This is an optimization exercise on Yosys and OpenROAD, whose aim is small area, a short achievable clock period and few clock cycles, not a production implementation.
In this exercise RTL edits were held to simulation tests only and were not proved equivalent to the original.
Power is estimated from default activity; no workload was simulated.

==> 05-22 <==
Design hsh_engine, start of the top module:
module hsh_engine (
    input  wire        clk,
    input  wire        rst,         
    input  wire        req_valid,
    output wire        req_ready,
    input  wire        req_start,
    input  wire        req_final,
    input  wire [16:0] req_len,
    input  wire        in_valid,
    output wire        in_ready,
    input  wire [63:0] in_data,
    output wire        out_valid,
    input  wire        out_ready,
    output wire [63:0] out_data
);
    localparam [511:0] IV = {64'hcbbb9d5dc1059ed8, 64'h629a292a367cd507,
                             64'h9159015a3070dd17, 64'h152fecd8f70e5939,
                             64'h67332667ffc00b31, 64'h8eb44a8768581511,
                             64'hdb0c2e0d64f98fa7, 64'h47b5481dbefa4fa4};
    reg          ib_v;
    reg [63:0]   ib;
    reg          nx_v, nx_start, nx_final;
    reg [16:0]   nx_len;
    reg          cur_v;       
    reg          start_r, final_r;
  ...
==> flow/config.mk <==
export PLATFORM = sky130hd
export DESIGN_NAME = hsh_engine
export DESIGN_NICKNAME = hsh_engine
export VERILOG_FILES = /design/flow/design.v
export SDC_FILE = /design/flow/constraint.sdc
export NUM_CORES = 4
export LEC_CHECK = 0
export CAP_MARGIN = 20
export CORE_MARGIN = 2
export CORE_UTILIZATION = 40
export SLEW_MARGIN = 20
==> flow/constraint.sdc <==
create_clock -name core_clock -period 11.5 [get_ports {clk}]
set_input_delay 2.3000 -clock core_clock [delete_from_list [all_inputs] [get_ports {clk}]]
set_output_delay 2.3000 -clock core_clock [all_outputs]
set_load 0.01 [all_outputs]
standard.sh (not shown) runs the stock make flow with config.mk's settings and CLKGATE_MAP_FILE= SYNTH_SCRIPT=/design/flow/synth_recipe.tcl, a recipe that flattens the netlist after the stock synthesis.
==> flow/flow/run.sh <==
#!/bin/bash
# Standard layout, with timing repair aiming for extra setup slack beyond the clock period.
set -euo pipefail
bash standard.sh SETUP_SLACK_MARGIN=6.0 finish > standard.log 2>&1
==> 09-01 (differences from 05-22) <==
--- a/flow/design.v
+++ b/flow/design.v
@@ -14,14 +14,12 @@
     output wire [63:0] out_data
 );
     localparam [511:0] IV = {64'hcbbb9d5dc1059ed8, 64'h629a292a367cd507,
                              64'h9159015a3070dd17, 64'h152fecd8f70e5939,
                              64'h67332667ffc00b31, 64'h8eb44a8768581511,
                              64'hdb0c2e0d64f98fa7, 64'h47b5481dbefa4fa4};
-    reg          ib_v;
-    reg [63:0]   ib;
     reg          nx_v, nx_start, nx_final;
     reg [16:0]   nx_len;
     reg          cur_v;       
     reg          start_r, final_r;
     reg [16:0]   len_r;
     reg [9:0]    nb;          
@@ -397,15 +395,15 @@
     wire [63:0] keep_mask = ~(64'hffffffffffffffff >> {len_r[2:0], 3'b000});
     wire [63:0] pad_bit   = 64'h8000000000000000 >> {len_r[2:0], 3'b000};
     reg  [63:0] gword;
     always @(*) begin
         if (word_in) begin
             if (pad_part)
-                gword = (ib & keep_mask) | pad_bit;
+                gword = (in_data & keep_mask) | pad_bit;
             else
-                gword = ib;
+                gword = in_data;
         end else if (final_r && !padded) begin
             gword = 64'h8000000000000000;
         end else if (lenword) begin
             gword = cyc[0] ? bitlen[63:0] : bitlen[127:64];
         end else begin
             gword = 64'h0;
@@ -446,13 +444,13 @@
     wire        rot01 = pact || (first_blk && !start_r);    
     wire        rot   = s79 || s80 || ((s0 || s1) && rot01);
     wire [63:0] suma  = hD + a;
     wire [63:0] sume  = hH + e;
     wire [4:0]  ld_pos  = {1'b0, lc} + (ld_rot ? 5'd2 : 5'd0);
     wire        ld_ok   = ld_pend && !(pact && plast) && (!out_pend || (ld_pos < {1'b0, oc}));
-    wire        ld_go   = ld_ok && (ld_iv || ib_v);
+    wire        ld_go   = ld_ok && (ld_iv || in_valid);
     reg  [63:0] ivw;
     always @(*) begin
         case (lc)
             4'd0: ivw = IV[511:448];
             4'd1: ivw = IV[447:384];
             4'd2: ivw = IV[383:320];
@@ -462,13 +460,13 @@
             4'd6: ivw = IV[127:64];
             4'd7: ivw = IV[63:0];
             4'd8: ivw = {47'd0, len_r};           
             default: ivw = 64'd0;
         endcase
     end
-    wire [63:0] ldw = ld_iv ? ivw : ib;
+    wire [63:0] ldw = ld_iv ? ivw : in_data;
     wire ldA = ld_go && (lc == (ld_rot ? 4'd2 : 4'd0));
     wire ldB = ld_go && (lc == (ld_rot ? 4'd3 : 4'd1));
     wire ldC = ld_go && (lc == (ld_rot ? 4'd0 : 4'd2));
     wire ldD = ld_go && (lc == (ld_rot ? 4'd1 : 4'd3));
     wire ldE = ld_go && (lc == (ld_rot ? 4'd6 : 4'd4));
     wire ldF = ld_go && (lc == (ld_rot ? 4'd7 : 4'd5));
@@ -480,16 +478,15 @@
                       ({64{osel[2]}} & hC) | ({64{osel[3]}} & hD) |
                       ({64{osel[4]}} & hE) | ({64{osel[5]}} & hF) |
                       ({64{osel[6]}} & hG) | ({64{osel[7]}} & hH) |
                       ({64{osel[8]}} & cnt[63:0]) | ({64{osel[9]}} & cnt[127:64]);
     wire in_take = msg_slot && word_in;
     assign req_ready = !nx_v;
-    wire ib_take = (run && in_take) || (ld_go && !ld_iv);
-    assign in_ready  = !ib_v || ib_take;
+    assign in_ready  = in_take || (ld_ok && !ld_iv);
     assign out_valid = out_pend;
-    wire go = !(in_take && !ib_v) && !(s79 && ld_pend) && !(lenword && !cnt_ok);
+    wire go = !(in_take && !in_valid) && !(s79 && ld_pend) && !(lenword && !cnt_ok);
     wire rnd_en = s0 ? pact : !s1;
     wire wstep  = wact && !s80;
     wire [17:0] nblk_nx = nx_final ? (({1'b0, nx_len} + 18'd144) >> 7)
                                    : ({1'b0, nx_len} >> 7);
     wire        nx_blocks = (nblk_nx != 18'd0);
     wire last_blk = (nb == 10'd1);
@@ -505,14 +502,12 @@
     wire       cyc_we = run || new_go || blk_go;
     wire [6:0] cyc_nx = (!run || s80 || (s1 && !wact)) ? 7'd0 : cyc + 7'd1;
     wire fix = cur_v && !ld_pend && !cnt_ok;
     wire [15:0] fadd = (fx == 3'd0) ? len_r[15:0] : {15'd0, (fx == 3'd1) & len_r[16]};
     wire [16:0] fsum = {1'b0, cnt[15:0]} + {1'b0, fadd} + {16'd0, fcy};
     always @(posedge clk) begin
-        if (in_valid && in_ready)
-            ib <= in_data;
         if (cyc_we) begin
             cyc <= cyc_nx;
             s0  <= (cyc_nx == 7'd0);
             s1  <= (cyc_nx == 7'd1);
             s79 <= (cyc_nx == 7'd79);
             s80 <= (cyc_nx == 7'd80);
@@ -559,25 +554,20 @@
         if (ldL) cnt[63:0]   <= ldw; else if (fix) cnt[63:0]   <= cnt[79:16];
         if (ldU) cnt[127:64] <= ldw; else if (fix) cnt[127:64] <= {fsum[15:0], cnt[127:80]};
     end
     always @(posedge clk) begin
         if (rst) begin
             nx_v     <= 1'b0;
-            ib_v     <= 1'b0;
             cur_v    <= 1'b0;
             wact     <= 1'b0;
             pact     <= 1'b0;
             plast    <= 1'b0;
             ld_pend  <= 1'b0;
             out_pend <= 1'b0;
             wl       <= 1'b0;
         end else begin
-            if (in_valid && in_ready)
-                ib_v <= 1'b1;
-            else if (ib_take)
-                ib_v <= 1'b0;
             if (req_valid && !nx_v) begin
                 nx_v     <= 1'b1;
                 nx_start <= req_start;
                 nx_final <= req_final;
                 nx_len   <= req_len;
             end
==> flow/flow/run.sh (replaced) <==
#!/bin/bash
# Standard layout, with timing repair aiming for extra setup slack beyond the clock period.
set -euo pipefail
bash standard.sh SETUP_SLACK_MARGIN=5.75 finish > standard.log 2>&1
==> 10-18 (differences from 05-22) <==
--- a/flow/design.v
+++ b/flow/design.v
@@ -14,26 +14,22 @@
     output wire [63:0] out_data
 );
     localparam [511:0] IV = {64'hcbbb9d5dc1059ed8, 64'h629a292a367cd507,
                              64'h9159015a3070dd17, 64'h152fecd8f70e5939,
                              64'h67332667ffc00b31, 64'h8eb44a8768581511,
                              64'hdb0c2e0d64f98fa7, 64'h47b5481dbefa4fa4};
-    reg          ib_v;
-    reg [63:0]   ib;
     reg          nx_v, nx_start, nx_final;
     reg [16:0]   nx_len;
     reg          cur_v;       
     reg          start_r, final_r;
     reg [16:0]   len_r;
     reg [9:0]    nb;          
     reg [13:0]   mw;          
     reg          padded;      
     reg          first_blk;   
     reg          cnt_ok;      
-    reg [2:0]    fx;          
-    reg          fcy;         
     reg          wl;          
     reg [6:0]    cyc;         
     reg          wact;        
     reg          pact;        
     reg          plast;       
     reg          ld_pend, ld_iv, ld_rot;
@@ -397,15 +393,15 @@
     wire [63:0] keep_mask = ~(64'hffffffffffffffff >> {len_r[2:0], 3'b000});
     wire [63:0] pad_bit   = 64'h8000000000000000 >> {len_r[2:0], 3'b000};
     reg  [63:0] gword;
     always @(*) begin
         if (word_in) begin
             if (pad_part)
-                gword = (ib & keep_mask) | pad_bit;
+                gword = (in_data & keep_mask) | pad_bit;
             else
-                gword = ib;
+                gword = in_data;
         end else if (final_r && !padded) begin
             gword = 64'h8000000000000000;
         end else if (lenword) begin
             gword = cyc[0] ? bitlen[63:0] : bitlen[127:64];
         end else begin
             gword = 64'h0;
@@ -446,29 +442,28 @@
     wire        rot01 = pact || (first_blk && !start_r);    
     wire        rot   = s79 || s80 || ((s0 || s1) && rot01);
     wire [63:0] suma  = hD + a;
     wire [63:0] sume  = hH + e;
     wire [4:0]  ld_pos  = {1'b0, lc} + (ld_rot ? 5'd2 : 5'd0);
     wire        ld_ok   = ld_pend && !(pact && plast) && (!out_pend || (ld_pos < {1'b0, oc}));
-    wire        ld_go   = ld_ok && (ld_iv || ib_v);
+    wire        ld_go   = ld_ok && (ld_iv || in_valid);
     reg  [63:0] ivw;
     always @(*) begin
         case (lc)
             4'd0: ivw = IV[511:448];
             4'd1: ivw = IV[447:384];
             4'd2: ivw = IV[383:320];
             4'd3: ivw = IV[319:256];
             4'd4: ivw = IV[255:192];
             4'd5: ivw = IV[191:128];
             4'd6: ivw = IV[127:64];
             4'd7: ivw = IV[63:0];
-            4'd8: ivw = {47'd0, len_r};           
             default: ivw = 64'd0;
         endcase
     end
-    wire [63:0] ldw = ld_iv ? ivw : ib;
+    wire [63:0] ldw = ld_iv ? ivw : in_data;
     wire ldA = ld_go && (lc == (ld_rot ? 4'd2 : 4'd0));
     wire ldB = ld_go && (lc == (ld_rot ? 4'd3 : 4'd1));
     wire ldC = ld_go && (lc == (ld_rot ? 4'd0 : 4'd2));
     wire ldD = ld_go && (lc == (ld_rot ? 4'd1 : 4'd3));
     wire ldE = ld_go && (lc == (ld_rot ? 4'd6 : 4'd4));
     wire ldF = ld_go && (lc == (ld_rot ? 4'd7 : 4'd5));
@@ -480,16 +475,15 @@
                       ({64{osel[2]}} & hC) | ({64{osel[3]}} & hD) |
                       ({64{osel[4]}} & hE) | ({64{osel[5]}} & hF) |
                       ({64{osel[6]}} & hG) | ({64{osel[7]}} & hH) |
                       ({64{osel[8]}} & cnt[63:0]) | ({64{osel[9]}} & cnt[127:64]);
     wire in_take = msg_slot && word_in;
     assign req_ready = !nx_v;
-    wire ib_take = (run && in_take) || (ld_go && !ld_iv);
-    assign in_ready  = !ib_v || ib_take;
+    assign in_ready  = in_take || (ld_ok && !ld_iv);
     assign out_valid = out_pend;
-    wire go = !(in_take && !ib_v) && !(s79 && ld_pend) && !(lenword && !cnt_ok);
+    wire go = !(in_take && !in_valid) && !(s79 && ld_pend) && !(lenword && !cnt_ok);
     wire rnd_en = s0 ? pact : !s1;
     wire wstep  = wact && !s80;
     wire [17:0] nblk_nx = nx_final ? (({1'b0, nx_len} + 18'd144) >> 7)
                                    : ({1'b0, nx_len} >> 7);
     wire        nx_blocks = (nblk_nx != 18'd0);
     wire last_blk = (nb == 10'd1);
@@ -501,18 +495,15 @@
     wire ld_last  = ld_go && (lc == 4'd9);
     wire blk_go   = wl && ld_last && (nb != 10'd0);       
     wire new_go   = take && nx_start && nx_blocks;        
     wire       run    = go && (wact || pact);
     wire       cyc_we = run || new_go || blk_go;
     wire [6:0] cyc_nx = (!run || s80 || (s1 && !wact)) ? 7'd0 : cyc + 7'd1;
-    wire fix = cur_v && !ld_pend && !cnt_ok;
-    wire [15:0] fadd = (fx == 3'd0) ? len_r[15:0] : {15'd0, (fx == 3'd1) & len_r[16]};
-    wire [16:0] fsum = {1'b0, cnt[15:0]} + {1'b0, fadd} + {16'd0, fcy};
+    wire fix = cur_v && !ld_pend && !cnt_ok;              
+    wire [127:0] cnt_sum = cnt + {111'd0, len_r};
     always @(posedge clk) begin
-        if (in_valid && in_ready)
-            ib <= in_data;
         if (cyc_we) begin
             cyc <= cyc_nx;
             s0  <= (cyc_nx == 7'd0);
             s1  <= (cyc_nx == 7'd1);
             s79 <= (cyc_nx == 7'd79);
             s80 <= (cyc_nx == 7'd80);
@@ -553,31 +544,26 @@
         if (ldC) hC <= ldw; else if (rot_go) hC <= hB;
         if (ldD) hD <= ldw; else if (rot_go) hD <= hC;
         if (ldE) hE <= ldw; else if (rot_go) hE <= sume;
         if (ldF) hF <= ldw; else if (rot_go) hF <= hE;
         if (ldG) hG <= ldw; else if (rot_go) hG <= hF;
         if (ldH) hH <= ldw; else if (rot_go) hH <= hG;
-        if (ldL) cnt[63:0]   <= ldw; else if (fix) cnt[63:0]   <= cnt[79:16];
-        if (ldU) cnt[127:64] <= ldw; else if (fix) cnt[127:64] <= {fsum[15:0], cnt[127:80]};
+        if (ldL) cnt[63:0]   <= ldw; else if (fix) cnt[63:0]   <= cnt_sum[63:0];
+        if (ldU) cnt[127:64] <= ldw; else if (fix) cnt[127:64] <= cnt_sum[127:64];
     end
     always @(posedge clk) begin
         if (rst) begin
             nx_v     <= 1'b0;
-            ib_v     <= 1'b0;
             cur_v    <= 1'b0;
             wact     <= 1'b0;
             pact     <= 1'b0;
             plast    <= 1'b0;
             ld_pend  <= 1'b0;
             out_pend <= 1'b0;
             wl       <= 1'b0;
         end else begin
-            if (in_valid && in_ready)
-                ib_v <= 1'b1;
-            else if (ib_take)
-                ib_v <= 1'b0;
             if (req_valid && !nx_v) begin
                 nx_v     <= 1'b1;
                 nx_start <= req_start;
                 nx_final <= req_final;
                 nx_len   <= req_len;
             end
@@ -589,19 +575,13 @@
             end
             if (ld_go) begin
                 lc <= lc + 4'd1;
                 if (lc == 4'd9)
                     ld_pend <= 1'b0;
             end
-            if (fix) begin
-                fx  <= fx + 3'd1;
-                fcy <= fsum[16];
-                if (fx == 3'd7)
-                    cnt_ok <= 1'b1;
-            end
-            if (ld_last && ld_iv)
+            if (fix)
                 cnt_ok <= 1'b1;
             if (wl && ld_last) begin
                 wl <= 1'b0;
                 if (nb == 10'd0) begin
                     cur_v    <= 1'b0;
                     out_pend <= 1'b1;
@@ -648,14 +628,12 @@
                 final_r   <= nx_final;
                 len_r     <= nx_len;
                 nb        <= nblk_nx[9:0];
                 mw        <= ({1'b0, nx_len} + 18'd7) >> 3;
                 padded    <= 1'b0;
                 cnt_ok    <= 1'b0;
-                fx        <= 3'd0;
-                fcy       <= 1'b0;
                 ld_pend   <= 1'b1;
                 ld_iv     <= nx_start;
                 ld_rot    <= !nx_start && nx_blocks;
                 lc        <= 4'd0;
                 if (new_go) begin
                     wact      <= 1'b1;
==> flow/run.sh (new file) <==
#!/bin/bash
# synth_recipe.tcl (not shown) runs the flow's synth.tcl, then flattens the netlist and writes it again
# the make line also repeats each setting of config.mk as NAME=value (left out here)
make -C /OpenROAD-flow-scripts/flow DESIGN_CONFIG=/design/flow/config.mk WORK_HOME=/design/flow/orfs CLKGATE_MAP_FILE= SYNTH_SCRIPT=/design/flow/synth_recipe.tcl finish
Settings changed: SETUP_SLACK_MARGIN from default to 5.
removed: flow/flow/run.sh
removed: flow/standard.sh
==> summary.txt <==
09-01 completed, yet does not pass: slew limit. 10-18 produced a clean layout. 05-22 finished clean. The lowest via count belongs to 10-18, the highest to 05-22. The lowest utilization belongs to 10-18, the highest to 05-22. Between 10-18 and 09-01, the lower synthesized cell count is in 10-18 (gap about 0.4%, measured against 09-01). The highest non-clock buffer count belongs to 05-22, the lowest to 10-18. In 05-22 the register-to-register slack is better than in 10-18, by 0.69 ns. Between 10-18 and 05-22, the lower maximum frequency is in 10-18 (gap 14%, measured against 05-22). Die area, highest first: 05-22, 10-18, 09-01. Between 10-18 and 05-22, the lower combinational power is in 10-18 (gap about 17%, measured against 05-22).
==> figures <==
metric                                                                   10-18            09-01       05-22
Source-to-sink clock delay at the later pin of the worst-skew pair     0.99 ns          0.98 ns     0.98 ns
Estimated wirelength of the detail-placed design                        485 mm           490 mm      489 mm
Total buffers and inverters traversed by the critical path                   3                1           2
Minimum period implied by the final worst setup slack                  6.71 ns          5.94 ns     5.76 ns
Placed cell count                                                        16800            16800       16800
Filler cell count in the final layout                                    32400            32200       32400
Multi-Input Combinational                                                 8836             8866        8822
Area taken by multi-input logic gates                                63200 µm²        63800 µm²   65300 µm²
Run status                                            timing/DRC/antenna clean  failed layout checks  timing/DRC/antenna clean
Violated checks                                                              -       slew limit           -
Number of register bits inferred by synthesis                             2399             2347        2412
Detailed-route vias per instance                                          6.32             6.33        6.38
Net count after synthesis                                                13600            13700       13600
Timing startpoint of the critical path                                 osel[8]            e[51]        a[7]
Layout sequential cell count                                              2399             2347        2412
Mapped cell area                                                    139000 µm²       138000 µm²  140000 µm²
Data buffer area share                                                   2.58%            3.35%       4.31%
FF-to-FF Start                                                           e[16]            e[51]        a[7]
Fmax achieved                                                          149 MHz          168 MHz     174 MHz
Testbench counts of 05-22, summed over its fixed seeds: cycles 40,034.
Testbench counts of 09-01, summed over its fixed seeds: cycles 40,034.
Testbench counts of 10-18, summed over its fixed seeds: cycles 40,034.

[separate check: timing with driven ports]
In the flow no input, the clock included, has a driving cell. The finished layouts below were timed again as built, in two steps. Step 1: set_driving_cell puts a clkbuf_16 on clk and a buf_2 on each other input, an assumption about the parent block. Step 2 adds t to the input delays and takes it off the output delays; t is the mean of the earliest and latest rising clock arrival at the registers after step 1. Input paths then give back, and output paths get back, about the clock's delay inside the block. a / b / c = ideal / step 1 / step 2; a / b = the first two.
run	t (ns)	setup slack, ns	clock arrival spread, ns
05-22	1.036	5.743 / 5.743 / 5.743	0.088 / 0.089
09-01	1.044	5.555 / 5.555 / 5.004	0.098 / 0.098
10-18	1.046	4.788 / 4.697 / 4.271	0.065 / 0.065
For 09-01, which loses most, drivers alone change the setup slack by 0.000 ns; drivers and shift together by -0.551 ns.
